This is an optimization exercise on Yosys and OpenROAD, whose aim is small area, a short achievable clock period and few clock cycles, not a production implementation.
At most, simulation tests tie the RTL to the original design; equivalence was not proved.

## exp/delta
## pq_engine
module pq_engine (
    input  wire        clk,
    input  wire        rst,
    input  wire        in_valid,
    output wire        in_ready,
    input  wire [63:0] in_data,
    input  wire [1:0]  in_layout,
    input  wire [31:0] in_erase,
    output wire        out_valid,
    input  wire        out_ready,
    output wire [63:0] out_data,
    output wire [4:0]  out_idx,
    output wire        out_last
);
    function [7:0] mul2;             
        input [7:0] a;
        begin
            mul2 = {a[6:0], 1'b0} ^ (a[7] ? 8'h1D : 8'h00);
        end
    endfunction
    function [7:0] div2;             
        input [7:0] a;
        begin
            div2 = {1'b0, a[7:1]} ^ (a[0] ? 8'h8E : 8'h00);
        end
    endfunction
    function [63:0] mul2_word;
        input [63:0] w;
        integer k;
        begin
            for (k = 0; k < 8; k = k + 1)
                mul2_word[8*k +: 8] = mul2(w[8*k +: 8]);
        end
    endfunction
    function [63:0] div2_word;
        input [63:0] w;
        integer k;
        begin
            for (k = 0; k < 8; k = k + 1)
                div2_word[8*k +: 8] = div2(w[8*k +: 8]);
        end
    endfunction
    function [4:0] data_units;
        input [1:0] layout;
        begin
            case (layout)
                2'd0:    data_units = 5'd30;   
                2'd1:    data_units = 5'd14;   
                default: data_units = 5'd6;    
            endcase
        end
    endfunction
    function [7:0] alpha;
        input [4:0] d;
        begin
            case (d)
                5'd1:  alpha = 8'hF4;  5'd2:  alpha = 8'hA7;
                5'd3:  alpha = 8'h9D;  5'd4:  alpha = 8'h72;
                5'd5:  alpha = 8'hED;  5'd6:  alpha = 8'h5F;
                5'd7:  alpha = 8'h54;  5'd8:  alpha = 8'hA0;
                5'd9:  alpha = 8'hA9;  5'd10: alpha = 8'hFB;
                5'd11: alpha = 8'h74;  5'd12: alpha = 8'h85;
  ...
Size: about 470 flip-flops, about 170 I/O pins, ~23,000 sq um of cells after synthesis.
export LEC_CHECK = 0
export CAP_MARGIN = 20
export CORE_MARGIN = 2
export CORE_UTILIZATION = 64
export CTS_BUF_LIST = sky130_fd_sc_hd__clkbuf_16
export CTS_CLUSTER_DIAMETER = 80
export CTS_CLUSTER_SIZE = 25
export SETUP_SLACK_MARGIN = 5
export SLEW_MARGIN = 20
create_clock -name core_clock -period 10.0 [get_ports {clk}]
standard.sh (not shown) runs the stock make flow with config.mk's settings and CLKGATE_MAP_FILE= SYNTH_SCRIPT=/design/flow/synth_recipe.tcl, a recipe that flattens the netlist after the stock synthesis.
==> flow/flow/run.sh <==
#!/bin/bash
# The standard layout, with a stronger setup repair target.
# Synthesis is the standard flow's own (standard.sh synth), unchanged. The rest of the
# ORFS flow runs with the same settings except SETUP_SLACK_MARGIN, so that
# repair_timing keeps improving paths beyond the 10 ns constraint.
set -euo pipefail
MARGIN=$(cat flow/margin.txt)
bash standard.sh synth > synth.log 2>&1
if grep -q 'SETUP_SLACK_MARGIN=' standard.sh; then
  sed -e "s/SETUP_SLACK_MARGIN=[-0-9.]*/SETUP_SLACK_MARGIN=${MARGIN}/" standard.sh > layout.sh
else
  sed -e "s/\"\${@:-finish}\"/SETUP_SLACK_MARGIN=${MARGIN} \"\${@:-finish}\"/" standard.sh > layout.sh
fi
export BUFFER_PORTS_ARGS="$(cat flow/buffer_ports_args.txt)"
bash layout.sh > layout.log 2>&1
==> flow/flow/buffer_ports_args.txt <==
-buffer_cell sky130_fd_sc_hd__buf_1
==> flow/flow/margin.txt <==
6.7
Testbench counts of exp/delta, summed over its fixed seeds: cycles 43,030.
## Diff of input files: exp/maple against exp/delta
--- a/flow/design.v
+++ b/flow/design.v
@@ -134,41 +134,52 @@
     reg        o_p0, o_p1;   
     reg        ov;           
     reg [3:0]  mcnt;         
     reg        mac_later;    
     reg        fix;          
     reg [63:0] s_a, s_h, s_q;
     reg [7:0]  s_ka, s_kh, s_kq;
     reg [4:0]  oidx, idx1;
     reg        olast;
     reg [63:0] r;
     reg        rdy;          
-    wire busy = o_p0 || o_p1;
+    reg        pend;         
+    wire busy  = o_p0 || o_p1;
     assign in_ready = rdy;
-    wire take = in_valid && rdy;
-    wire snap = f_last && !busy;
+    wire take  = in_valid && rdy;
+    wire start = !busy && ((take && f_last) || pend);
+    wire snap  = !busy && (f_last || pend);      
+    wire qfree = (mcnt <= 4'd1) && !mac_later;   
     wire era  = f_first ? in_erase[0] : f_era;
     wire ga   = take && !era && !f_last;
     wire clr  = take && f_first;
     wire [63:0] din   = ga ? in_data : 64'd0;   
     assign out_valid = ov;
     assign out_data  = r;
     assign out_idx   = oidx;
     assign out_last  = olast;
     wire [4:0] bn = bi + 5'd1;
     wire       r0a = !(c_dd || c_dp || c_q);      
     wire       give = ov && out_ready;
     wire       mstep = (mcnt != 4'd0) || (give && o_p0 && mac_later);
-    wire f_last_n = take ? (!f_first && (bn == nd + 5'd1)) : f_last;
-    wire o_p0_n   = (take && f_last) || (o_p0 && !give);
-    wire o_p1_n   = (take && f_last) ? two : (o_p1 && !(give && !o_p0));
+    wire f_first_n = take ? f_last : f_first;
+    wire f_last_n  = take ? (!f_first && (bn == nd + 5'd1)) : f_last;
+    wire o_p0_n    = start || (o_p0 && !give);
+    wire o_p1_n    = start ? two : (o_p1 && !(give && !o_p0));
+    wire mac_go    = give && o_p0 && mac_later;
+    wire [3:0] mcnt_n = start ? (r0a ? 4'd0 : 4'd8) :
+                        mac_go ? 4'd7 :
+                        (mcnt != 4'd0) ? mcnt - 4'd1 : 4'd0;
+    wire mac_later_n = start ? (r0a && two) : (mac_later && !(give && o_p0));
+    wire busy_n    = o_p0_n || o_p1_n;
+    wire pend_n    = busy && ((take && f_last) || pend);
     wire [7:0] ka_col = c_dd ? (a_tab ^ 8'h1C) :
                         c_dp ? 8'h1D :
                         c_dq ? (kq ^ 8'h1D) : 8'h1D;
     always @(posedge clk) begin
         acc_a <= (clr ? 64'd0 : acc_a) ^ din;
         if (take) begin
             if (f_first || f_data)
                 acc_h <= div2_word((f_first ? 64'd0 : acc_h) ^ din);
             if (f_first) begin
                 lay    <= in_layout;
                 ex     <= low_index(mv);
@@ -191,23 +202,22 @@
             kh <= mul2(a_col);
         end else if (k_beat) begin
             if (!past_x)
                 kq <= qe ? mul2(kq) : div2(kq);
             if (!f_last && (qe || past_x))
                 kh <= mul2(kh);
         end
         if (snap) begin
             r     <= acc_a;
             s_a   <= acc_a;
             s_h   <= acc_h;
-            s_q   <= in_data;
             s_ka  <= ka_col;
             s_kh  <= kh;
             s_kq  <= qe ? 8'h00 : kq;
             oidx  <= ex;
             idx1  <= ey;
             olast <= !two;
             fix   <= c_dd || c_dp;
         end else if (mstep) begin
             r    <= mul2_word(r)
                     ^ (s_ka[7] ? s_a : 64'd0)
                     ^ (s_kh[7] ? s_h : 64'd0)
@@ -230,32 +240,37 @@
                 olast <= 1'b1;
                 ov    <= o_p1 && fix;
                 if (mac_later) begin
                     mac_later <= 1'b0;
                     mcnt      <= 4'd7;    
                 end
             end else begin
                 o_p1 <= 1'b0;
                 ov   <= 1'b0;
             end
         end
-        if (take && f_last) begin
+        if (f_last && qfree)
+            s_q <= in_data;
+        if (start) begin
             o_p0      <= 1'b1;
             o_p1      <= two;
             ov        <= r0a;
             mcnt      <= r0a ? 4'd0 : 4'd8;
             mac_later <= r0a && two;
         end
-        rdy <= !(f_last_n && (o_p0_n || o_p1_n));
+        pend <= pend_n;
+        rdy  <= f_first_n ? !(pend_n && busy_n) :
+                f_last_n  ? ((mcnt_n <= 4'd1) && !mac_later_n) : 1'b1;
         if (rst) begin
             rdy       <= 1'b1;
+            pend      <= 1'b0;
             bi        <= 5'd0;
             f_first   <= 1'b1;
             f_last    <= 1'b0;
             ph1       <= 1'b0;
             o_p0      <= 1'b0;
             o_p1      <= 1'b0;
             ov        <= 1'b0;
             mcnt      <= 4'd0;
             mac_later <= 1'b0;
         end
     end
--- outcome ---
- Higher met1 wire length among exp/delta and exp/maple: exp/delta
- For netlist area before placement, exp/maple and exp/delta come out practically identical.
- Global-route usage: exp/delta and exp/maple compared, lower one is exp/maple
- Between exp/maple and exp/delta, it is exp/maple whose setup slack is lower, by 0.0055 ns.
- | buffer share of cell area | exp/maple vs exp/delta | 0.39 points lower |
- Any difference in upper clock frequency limit between exp/delta and exp/maple is small enough to ignore.
- The number of non-clock buffers in the layout in exp/maple is 0.930 times that in exp/delta.
- The cell area in exp/maple was higher than what exp/delta gave.
- Of exp/delta and exp/maple, the run reporting the higher layout overhead on the synthesized area was exp/maple.
Testbench counts of exp/maple, summed over its fixed seeds: cycles 42,708.

========
## yarrow
The RTL this note starts from:
==> flow/design.v <==
module pq_engine (
    input  wire        clk,
    input  wire        rst,
    input  wire        in_valid,
    output wire        in_ready,
    input  wire [63:0] in_data,
    input  wire [1:0]  in_layout,
    input  wire [31:0] in_erase,
    output wire        out_valid,
    input  wire        out_ready,
    output wire [63:0] out_data,
    output wire [4:0]  out_idx,
    output wire        out_last
);
    function [7:0] mul2;             
        input [7:0] a;
        begin
            mul2 = {a[6:0], 1'b0} ^ (a[7] ? 8'h1D : 8'h00);
        end
    endfunction
    function [7:0] div2;             
        input [7:0] a;
        begin
            div2 = {1'b0, a[7:1]} ^ (a[0] ? 8'h8E : 8'h00);
        end
    endfunction
    function [63:0] mul2_word;
        input [63:0] w;
        integer k;
        begin
            for (k = 0; k < 8; k = k + 1)
                mul2_word[8*k +: 8] = mul2(w[8*k +: 8]);
        end
    endfunction
    function [63:0] div2_word;
        input [63:0] w;
        integer k;
        begin
            for (k = 0; k < 8; k = k + 1)
                div2_word[8*k +: 8] = div2(w[8*k +: 8]);
        end
    endfunction
    function [4:0] data_units;
        input [1:0] layout;
        begin
            case (layout)
                2'd0:    data_units = 5'd30;   
                2'd1:    data_units = 5'd14;   
                default: data_units = 5'd6;    
            endcase
        end
    endfunction
    function [7:0] alpha;
        input [4:0] d;
        begin
            case (d)
                5'd1:  alpha = 8'hF4;  5'd2:  alpha = 8'hA7;
                5'd3:  alpha = 8'h9D;  5'd4:  alpha = 8'h72;
                5'd5:  alpha = 8'hED;  5'd6:  alpha = 8'h5F;
                5'd7:  alpha = 8'h54;  5'd8:  alpha = 8'hA0;
                5'd9:  alpha = 8'hA9;  5'd10: alpha = 8'hFB;
                5'd11: alpha = 8'h74;  5'd12: alpha = 8'h85;
                5'd13: alpha = 8'hE4;  5'd14: alpha = 8'hC0;
                5'd15: alpha = 8'h8A;  5'd16: alpha = 8'h67;
                5'd17: alpha = 8'hDC;  5'd18: alpha = 8'h26;
                5'd19: alpha = 8'h63;  5'd20: alpha = 8'hF2;
                5'd21: alpha = 8'hE9;  5'd22: alpha = 8'hB4;
                5'd23: alpha = 8'hD2;  5'd24: alpha = 8'h02;
                5'd25: alpha = 8'h8E;  5'd26: alpha = 8'hBA;
                5'd27: alpha = 8'hAA;  5'd28: alpha = 8'hDE;
                5'd29: alpha = 8'h89;
                default: alpha = 8'h01;
            endcase
        end
    endfunction
    function [4:0] low_index;
        input [31:0] m;
        integer i;
        reg [31:0] below;
        reg [31:0] one;
        begin
            below = 32'd0;
            for (i = 1; i < 32; i = i + 1)
                below[i] = below[i-1] | m[i-1];
            one = m & ~below;
            low_index = 5'd0;
            for (i = 0; i < 32; i = i + 1)
                if (one[i]) low_index = low_index | i[4:0];
        end
    endfunction
    function [4:0] high_index;
        input [31:0] m;
        integer i;
        reg [31:0] above;
        reg [31:0] one;
        begin
            above = 32'd0;
            for (i = 30; i >= 0; i = i - 1)
                above[i] = above[i+1] | m[i+1];
            one = m & ~above;
            high_index = 5'd0;
            for (i = 0; i < 32; i = i + 1)
                if (one[i]) high_index = high_index | i[4:0];
        end
    endfunction
    reg [4:0]  bi;           
    reg [1:0]  lay;          
    reg        f_first;      
    reg        f_data;       
    reg        f_last;       
    reg        f_era;        
    reg [63:0] acc_a;        
    reg [63:0] acc_h;        
    wire [4:0] nd      = data_units(lay);
    reg        ph1;          
    reg [4:0]  ex, ey;       
    reg        qe;           
    reg [7:0]  kq, kh;
    wire [31:0] vmask = (in_layout == 2'd0) ? 32'hFFFF_FFFF :
                        (in_layout == 2'd1) ? 32'h0000_FFFF : 32'h0000_00FF;
    wire [31:0] mv    = in_erase & vmask;
    wire        qe_in = (in_layout == 2'd0) ? in_erase[31] :
                        (in_layout == 2'd1) ? in_erase[15] : in_erase[7];
    wire        two  = (ex != ey);                     
    wire        c_dd = two && (ey < nd);               
    wire        c_dp = (ex < nd) && (ey == nd);        
    wire        c_dq = (ex < nd) && (ey == nd + 5'd1); 
    wire        c_q  = (ex == nd + 5'd1);              
    wire        dd_now = c_dd;
    wire        past_x = ({1'b0, bi} > {1'b0, ex} + 6'd1);
    wire        k_beat = take && (bi[4:1] != 4'd0);
    wire [7:0]  a_tab  = alpha(ey - ex);
    wire [7:0]  a_col  = dd_now ? a_tab : 8'h01;
    reg        o_p0, o_p1;   
    reg        ov;           
    reg [3:0]  mcnt;         
    reg        mac_later;    
    reg        fix;          
    reg [63:0] s_a, s_h, s_q;
    reg [7:0]  s_ka, s_kh, s_kq;
    reg [4:0]  oidx, idx1;
    reg        olast;
    reg [63:0] r;
    reg        rdy;          
    wire busy = o_p0 || o_p1;
    assign in_ready = rdy;
    wire take = in_valid && rdy;
    wire snap = f_last && !busy;
    wire era  = f_first ? in_erase[0] : f_era;
    wire ga   = take && !era && !f_last;
    wire clr  = take && f_first;
    wire [63:0] din   = ga ? in_data : 64'd0;   
    assign out_valid = ov;
    assign out_data  = r;
    assign out_idx   = oidx;
    assign out_last  = olast;
    wire [4:0] bn = bi + 5'd1;
    wire       r0a = !(c_dd || c_dp || c_q);      
    wire       give = ov && out_ready;
    wire       mstep = (mcnt != 4'd0) || (give && o_p0 && mac_later);
    wire f_last_n = take ? (!f_first && (bn == nd + 5'd1)) : f_last;
    wire o_p0_n   = (take && f_last) || (o_p0 && !give);
    wire o_p1_n   = (take && f_last) ? two : (o_p1 && !(give && !o_p0));
    wire [7:0] ka_col = c_dd ? (a_tab ^ 8'h1C) :
                        c_dp ? 8'h1D :
                        c_dq ? (kq ^ 8'h1D) : 8'h1D;
    always @(posedge clk) begin
        acc_a <= (clr ? 64'd0 : acc_a) ^ din;
        if (take) begin
            if (f_first || f_data)
                acc_h <= div2_word((f_first ? 64'd0 : acc_h) ^ din);
            if (f_first) begin
                lay    <= in_layout;
                ex     <= low_index(mv);
                ey     <= high_index(mv);
                qe     <= qe_in;
                f_era  <= in_erase[1];
                f_data <= 1'b1;
                f_last <= 1'b0;
            end else begin
                f_era  <= (bn == ex) || (bn == ey);
                f_data <= (bn < nd);
                f_last <= (bn == nd + 5'd1);
            end
            f_first <= f_last;
            bi      <= f_last ? 5'd0 : bn;
        end
        ph1 <= take && f_first;
        if (ph1) begin
            kq <= a_col;
            kh <= mul2(a_col);
        end else if (k_beat) begin
            if (!past_x)
                kq <= qe ? mul2(kq) : div2(kq);
            if (!f_last && (qe || past_x))
                kh <= mul2(kh);
        end
        if (snap) begin
            r     <= acc_a;
            s_a   <= acc_a;
            s_h   <= acc_h;
            s_q   <= in_data;
            s_ka  <= ka_col;
            s_kh  <= kh;
            s_kq  <= qe ? 8'h00 : kq;
            oidx  <= ex;
            idx1  <= ey;
            olast <= !two;
            fix   <= c_dd || c_dp;
        end else if (mstep) begin
            r    <= mul2_word(r)
                    ^ (s_ka[7] ? s_a : 64'd0)
                    ^ (s_kh[7] ? s_h : 64'd0)
                    ^ (s_kq[7] ? s_q : 64'd0);
            s_ka <= {s_ka[6:0], 1'b0};
            s_kh <= {s_kh[6:0], 1'b0};
            s_kq <= {s_kq[6:0], 1'b0};
        end else if (give && o_p0 && fix) begin
            r <= r ^ s_a;
        end
        if (mcnt != 4'd0) begin
            mcnt <= mcnt - 4'd1;
            if (mcnt == 4'd1)
                ov <= 1'b1;
        end
        if (give) begin
            if (o_p0) begin
                o_p0  <= 1'b0;
                oidx  <= idx1;
                olast <= 1'b1;
                ov    <= o_p1 && fix;
                if (mac_later) begin
                    mac_later <= 1'b0;
                    mcnt      <= 4'd7;    
                end
            end else begin
                o_p1 <= 1'b0;
                ov   <= 1'b0;
            end
        end
        if (take && f_last) begin
            o_p0      <= 1'b1;
            o_p1      <= two;
            ov        <= r0a;
            mcnt      <= r0a ? 4'd0 : 4'd8;
            mac_later <= r0a && two;
        end
        rdy <= !(f_last_n && (o_p0_n || o_p1_n));
        if (rst) begin
            rdy       <= 1'b1;
            bi        <= 5'd0;
            f_first   <= 1'b1;
            f_last    <= 1'b0;
            ph1       <= 1'b0;
            o_p0      <= 1'b0;
            o_p1      <= 1'b0;
            ov        <= 1'b0;
            mcnt      <= 4'd0;
            mac_later <= 1'b0;
        end
    end
endmodule
==> flow/config.mk <==
export PLATFORM = sky130hd
export DESIGN_NAME = pq_engine
export DESIGN_NICKNAME = pq_engine
export VERILOG_FILES = /design/flow/design.v
export SDC_FILE = /design/flow/constraint.sdc
export NUM_CORES = 4
export LEC_CHECK = 0
export CAP_MARGIN = 20
export CORE_MARGIN = 2
export CORE_UTILIZATION = 60
export CTS_BUF_LIST = sky130_fd_sc_hd__clkbuf_16
export CTS_CLUSTER_DIAMETER = 80
export CTS_CLUSTER_SIZE = 25
export SETUP_SLACK_MARGIN = 5
export SLEW_MARGIN = 20
==> flow/constraint.sdc <==
create_clock -name core_clock -period 10.0 [get_ports {clk}]
set_input_delay 2.0000 -clock core_clock [delete_from_list [all_inputs] [get_ports {clk}]]
set_output_delay 2.0000 -clock core_clock [all_outputs]
set_load 0.01 [all_outputs]
==> flow/flow/margin.txt <==
6.75
Scripts as last shown in full above: flow/flow/run.sh, flow/flow/buffer_ports_args.txt
yarrow reached the end of the flow, and the finished layout is clean on the timing, design-rule and antenna checks.
Testbench counts of yarrow, summed over its fixed seeds: cycles 43,030.
#### Input delta (harbor over yarrow)
-- flow/design.v --
<<< yarrow, line 113
    reg [63:0] acc_h;        
    wire [4:0] nd      = data_units(lay);
    reg        ph1;          
    reg [4:0]  ex, ey;       
    reg        qe;           
    reg [7:0]  kq, kh;
    wire [31:0] vmask = (in_layout == 2'd0) ? 32'hFFFF_FFFF :
                        (in_layout == 2'd1) ? 32'h0000_FFFF : 32'h0000_00FF;
>>> harbor, line 113
    reg [63:0] acc_h;        
    wire [4:0] nd      = data_units(lay);
    reg [1:0]  ph;
    reg [4:0]  ex, ey;       
    reg        two;          
    reg        c_dd;         
    reg        c_dp;         
    reg        c_dq;         
    reg        c_q;          
    reg        qe;           
    reg [7:0]  kq, kh;
    reg [4:0]  cq, ch;       
    wire [31:0] vmask = (in_layout == 2'd0) ? 32'hFFFF_FFFF :
                        (in_layout == 2'd1) ? 32'h0000_FFFF : 32'h0000_00FF;
<<< yarrow, line 122
    wire        qe_in = (in_layout == 2'd0) ? in_erase[31] :
                        (in_layout == 2'd1) ? in_erase[15] : in_erase[7];
    wire        two  = (ex != ey);                     
    wire        c_dd = two && (ey < nd);               
    wire        c_dp = (ex < nd) && (ey == nd);        
    wire        c_dq = (ex < nd) && (ey == nd + 5'd1); 
    wire        c_q  = (ex == nd + 5'd1);              
    wire        dd_now = c_dd;
    wire        past_x = ({1'b0, bi} > {1'b0, ex} + 6'd1);
    wire        k_beat = take && (bi[4:1] != 4'd0);
    wire [7:0]  a_tab  = alpha(ey - ex);
    wire [7:0]  a_col  = dd_now ? a_tab : 8'h01;
>>> harbor, line 128
    wire        qe_in = (in_layout == 2'd0) ? in_erase[31] :
                        (in_layout == 2'd1) ? in_erase[15] : in_erase[7];
    wire        dd_now = (ex != ey) && (ey < nd);     
    wire [7:0]  a_tab  = alpha(ey - ex);
    wire [7:0]  a_col  = dd_now ? a_tab : 8'h01;
<<< yarrow, line 186
            bi      <= f_last ? 5'd0 : bn;
        end
        ph1 <= take && f_first;
        if (ph1) begin
            kq <= a_col;
            kh <= mul2(a_col);
        end else if (k_beat) begin
            if (!past_x)
                kq <= qe ? mul2(kq) : div2(kq);
            if (!f_last && (qe || past_x))
                kh <= mul2(kh);
        end
        if (snap) begin
>>> harbor, line 185
            bi      <= f_last ? 5'd0 : bn;
        end
        if (take && f_first)
            ph <= 2'd1;
        else if (ph == 2'd1)
            ph <= 2'd2;
        if (ph == 2'd1) begin
            two  <= (ex != ey);
            c_dd <= dd_now;
            c_dp <= (ex < nd) && (ey == nd);
            c_dq <= (ex < nd) && (ey == nd + 5'd1);
            c_q  <= (ex == nd + 5'd1);
            kq   <= a_col;
            kh   <= mul2(a_col);
            cq   <= ex;
            ch   <= (qe ? nd : nd - ex) - 5'd1;
        end
        if (ph == 2'd2) begin
            if (cq != 5'd0) begin
                kq <= qe ? mul2(kq) : div2(kq);
                cq <= cq - 5'd1;
            end
            if (ch != 5'd0) begin
                kh <= mul2(kh);
                ch <= ch - 5'd1;
            end
        end
        if (snap) begin
<<< yarrow, line 252
            f_first   <= 1'b1;
            f_last    <= 1'b0;
            ph1       <= 1'b0;
            o_p0      <= 1'b0;
            o_p1      <= 1'b0;
>>> harbor, line 266
            f_first   <= 1'b1;
            f_last    <= 1'b0;
            ph        <= 2'd0;
            o_p0      <= 1'b0;
            o_p1      <= 1'b0;
Notes after the runs:
Compared to yarrow, the router laid down more metal wire for harbor. Fraction of area in registers: harbor vs yarrow, no meaningful difference. Compared with yarrow, harbor shows a higher met2 routing resource usage after global routing. Per the comparison of harbor with yarrow, post-synthesis cell area saw an increase, time the final worst path needs with I/O delays and setup shows an increase of 16 ps.
Only the layout flow was run in harbor; the RTL was not checked for function there.

==> afterwards: timing with drivers on the ports <==
In the flow no input, the clock included, has a driving cell. The finished layouts below were timed again as built, in two steps. Step 1 assumes that a clkbuf_16 drives the clock port and a buf_2 every other input. Step 2 adds t to the input delays and takes it off the output delays; t is the mean of the earliest and latest rising clock arrival at the registers after step 1. Input paths then give back, and output paths get back, about the clock's delay inside the block. Slacks: ideal / step 1 / step 2; pairs: ideal / step 1.
run | shift t [ns] | slack for setup (ns) | worst setup path at the end
exp/delta | 0.622 | 6.734 / 6.677 / 6.167 | input to register
exp/maple | 0.617 | 6.728 / 6.671 / 6.144 | input to register
yarrow | 0.640 | 6.736 / 6.679 / 6.120 | input to register
harbor | 0.645 | 6.719 / 6.661 / 6.182 | input to register
After both steps every run listed still meets setup and hold. For yarrow, which loses most, drivers alone change the setup slack by -0.057 ns; drivers and shift together by -0.616 ns.
